Source: an optimization exercise on an open RTL-to-GDS flow (aim: small area and a short achievable clock period). Production flows keep margins and buffers that such runs may drop.
The RTL was checked by simulation tests, not by an equivalence proof against the original design.
Power is estimated from default activity; no workload was simulated.

Setup of job 4382:
## jizin_rx
module jizin_rx (
    input  wire        clk,
    input  wire        rst,
    input  wire        in_valid,
    input  wire [1:0]  in_hdr,
    input  wire [63:0] in_data,
    output reg         dat_valid,
    output wire [63:0] dat_data,
    output reg         frm_valid,
    output reg  [1:0]  frm_status,
    output reg         frm_crc_err,
    output wire [11:0] frm_seq,
    output wire [1:0]  frm_vc,
    output wire        frm_sot,
    output wire        frm_eot,
    output wire [7:0]  frm_len_m1,
    output reg         lc_valid,
    output wire [7:0]  lc_type,
    output wire [39:0] lc_fields,
    output reg         mk_valid,
    output reg         mk_stripe,
    output wire [7:0]  mk_lane,
    output wire [7:0]  mk_epoch,
    output wire [7:0]  mk_mask,
    output wire [11:0] next_rx,
    output reg  [15:0] blk_errs,
    output reg  [15:0] crc_errs,
    output reg  [15:0] frames_rx
);
    localparam [31:0] C_SOF = 32'hF0958FA1;    
    localparam [31:0] K_EOF = 32'h9ADD2096;    
    reg  [57:0]  scr;
    wire [121:0] ext = {in_data, scr};
    wire [63:0]  pay;
    genvar gi;
    generate
        for (gi = 0; gi < 64; gi = gi + 1) begin : g_ds
            assign pay[gi] = ext[58 + gi] ^ ext[19 + gi] ^ ext[gi];
        end
    endgenerate
    always @(posedge clk) begin
        if (rst)
            scr <= {58{1'b1}};
        else if (in_valid)
            scr <= in_data[63:6];
    end
    reg  [63:0] p1;
    reg  [47:0] p2;
    wire        in_frame_nx;
    wire       i_ok   = in_valid & ~rst;
    wire       i_data = (in_hdr == 2'b01);
    wire       i_ctrl = (in_hdr == 2'b10);
    wire [7:0] i_bt   = pay[7:0];
    wire       i_idle = (i_bt == 8'h1E);
    wire       i_mk   = (i_bt == 8'h2D) | (i_bt == 8'h33);
    wire       i_lc   = (i_bt == 8'h4B);
    wire       i_sof  = (i_bt == 8'h78);
    wire       i_eof  = (i_bt == 8'h87);
    reg  is_data, c_idle, c_sof, c_eof, c_lc, c_mk, c_err;
    always @(posedge clk) begin
        p1        <= pay;
        is_data   <= i_ok & i_data;
        c_idle    <= i_ok & i_ctrl & i_idle;
        c_sof     <= i_ok & i_ctrl & i_sof;
        c_eof     <= i_ok & i_ctrl & i_eof;
        c_lc      <= i_ok & i_ctrl & i_lc;
        c_mk      <= i_ok & i_ctrl & i_mk;
        c_err     <= i_ok & ~i_data & ~(i_ctrl & (i_idle | i_mk | i_lc | i_sof | i_eof));
        dat_valid <= i_ok & i_data & in_frame_nx;
  ...
clock: 11.5 ns
lec_check: 0
cap_margin: 20
core_margin: 2
core_utilization: 40
slew_margin: 20
standard.sh (not shown) runs the stock make flow with config.mk's settings and CLKGATE_MAP_FILE= SYNTH_SCRIPT=/design/flow/synth_recipe.tcl, a recipe that flattens the netlist after the stock synthesis.
==> flow/flow/run.sh <==
#!/bin/bash
# Standard ORFS layout (standard.sh) with timing repair aimed at a setup
# margin, small port buffers, larger clock-sink clusters and a smaller die.
# ORFS writes each step's log under orfs/logs; make's own output goes to
# standard.log.
bash standard.sh \
  SETUP_SLACK_MARGIN=7.8 \
  CORE_UTILIZATION=50 PLACE_DENSITY=0.58 \
  "BUFFER_PORTS_ARGS=-buffer_cell sky130_fd_sc_hd__buf_1" \
  CTS_CLUSTER_SIZE=30 CTS_CLUSTER_DIAMETER=100 \
  finish > standard.log 2>&1
The flow did not stop early for job 4382: all stages ran, and the layout cleared the timing, DRC and antenna checks.
[inputs] job 2180 vs job 4382
-- flow/flow/run.sh --
<<< job 4382, line 5
# standard.log.
bash standard.sh \
  SETUP_SLACK_MARGIN=7.8 \
  CORE_UTILIZATION=50 PLACE_DENSITY=0.58 \
  "BUFFER_PORTS_ARGS=-buffer_cell sky130_fd_sc_hd__buf_1" \
>>> job 2180, line 5
# standard.log.
bash standard.sh \
  SETUP_SLACK_MARGIN=8.1 \
  CORE_UTILIZATION=50 PLACE_DENSITY=0.58 \
  "BUFFER_PORTS_ARGS=-buffer_cell sky130_fd_sc_hd__buf_1" \
Findings:
| cell area | job 2180 vs job 4382 | 2600 µm² higher |. In the reports for job 4382 and job 2180, the larger internal power belongs to job 2180. Detailed-route via count (job 2180 over job 4382): increase, 5.3%. Job 2180 against job 4382: power went up; maximum VDD drop increased about 35%; logic depth of the worst path, buffers included +8. Diff job 4382 and job 2180: area taken by flip-flops and latches lower in job 4382. Between job 4382 and job 2180, aggregate global-route resource usage increased.
Setup changes, job 2180 to job 5011
==> flow/flow/run.sh <==
#!/bin/bash
# Standard ORFS layout (standard.sh) with timing repair aimed at a setup
# margin, small port buffers, larger clock-sink clusters and a lower
# placement density. ORFS writes each step's log under orfs/logs; make's own
# output goes to standard.log.
bash standard.sh \
  SETUP_SLACK_MARGIN=8.1 \
  PLACE_DENSITY=0.5 \
  "BUFFER_PORTS_ARGS=-buffer_cell sky130_fd_sc_hd__buf_1" \
  CTS_CLUSTER_SIZE=32 CTS_CLUSTER_DIAMETER=120 \
  finish > standard.log 2>&1
Results
- Row area of the die: job 5011 higher / job 2180 lower
- Of the two values seen for launch point of the critical path, f_crc[19]$_DFFE_PP_ was produced by job 2180 and f_crc[13]$_DFFE_PP_ by job 5011.
- Against job 2180 as the reference, job 5011 delivers a lower weighted congestion reported at the end of routability-driven placement.
- NOTE final total power job 2180->job 5011 decreased slightly
- Re proportion of power drawn by the clock network: job 5011 is 0.8 points down on job 2180.
- Per the comparison of job 5011 with job 2180, met1 wire length grew by about 8%; die extent in y rose 12%.
- Taking job 2180 as 1.0, job 5011 lands at 1.12 on count of standard-cell rows.

==> what the ideal ports hide <==
The results above use ideal ports. As a check the final layouts listed here were re-extracted and re-timed, cells and wires unchanged.
Step 1, drivers: a clkbuf_16 drives clk and a buf_2 each remaining input, both assumed.
Step 2 adds t to the input delays and takes it off the output delays; t is the mean of the earliest and latest rising clock arrival at the registers after step 1. Input paths then give back, and output paths get back, about the clock's delay inside the block.
Three values: ideal, step 1, step 2; two values: the first two.
run	t, ns	slack for setup (ns)	hold WS [ns]	worst setup path after step 2
job 4382	0.572	7.800 / 7.742 / 7.436	0.442 / 0.442 / 0.442	input to register
job 2180	0.587	8.044 / 7.998 / 7.545	0.433 / 0.433 / 0.433	input to register
job 5011	0.585	8.051 / 7.998 / 7.589	0.432 / 0.432 / 0.432	input to register
After both steps every run listed still meets setup and hold. For job 2180, which loses most, drivers alone change the setup slack by -0.046 ns; drivers and shift together by -0.499 ns.
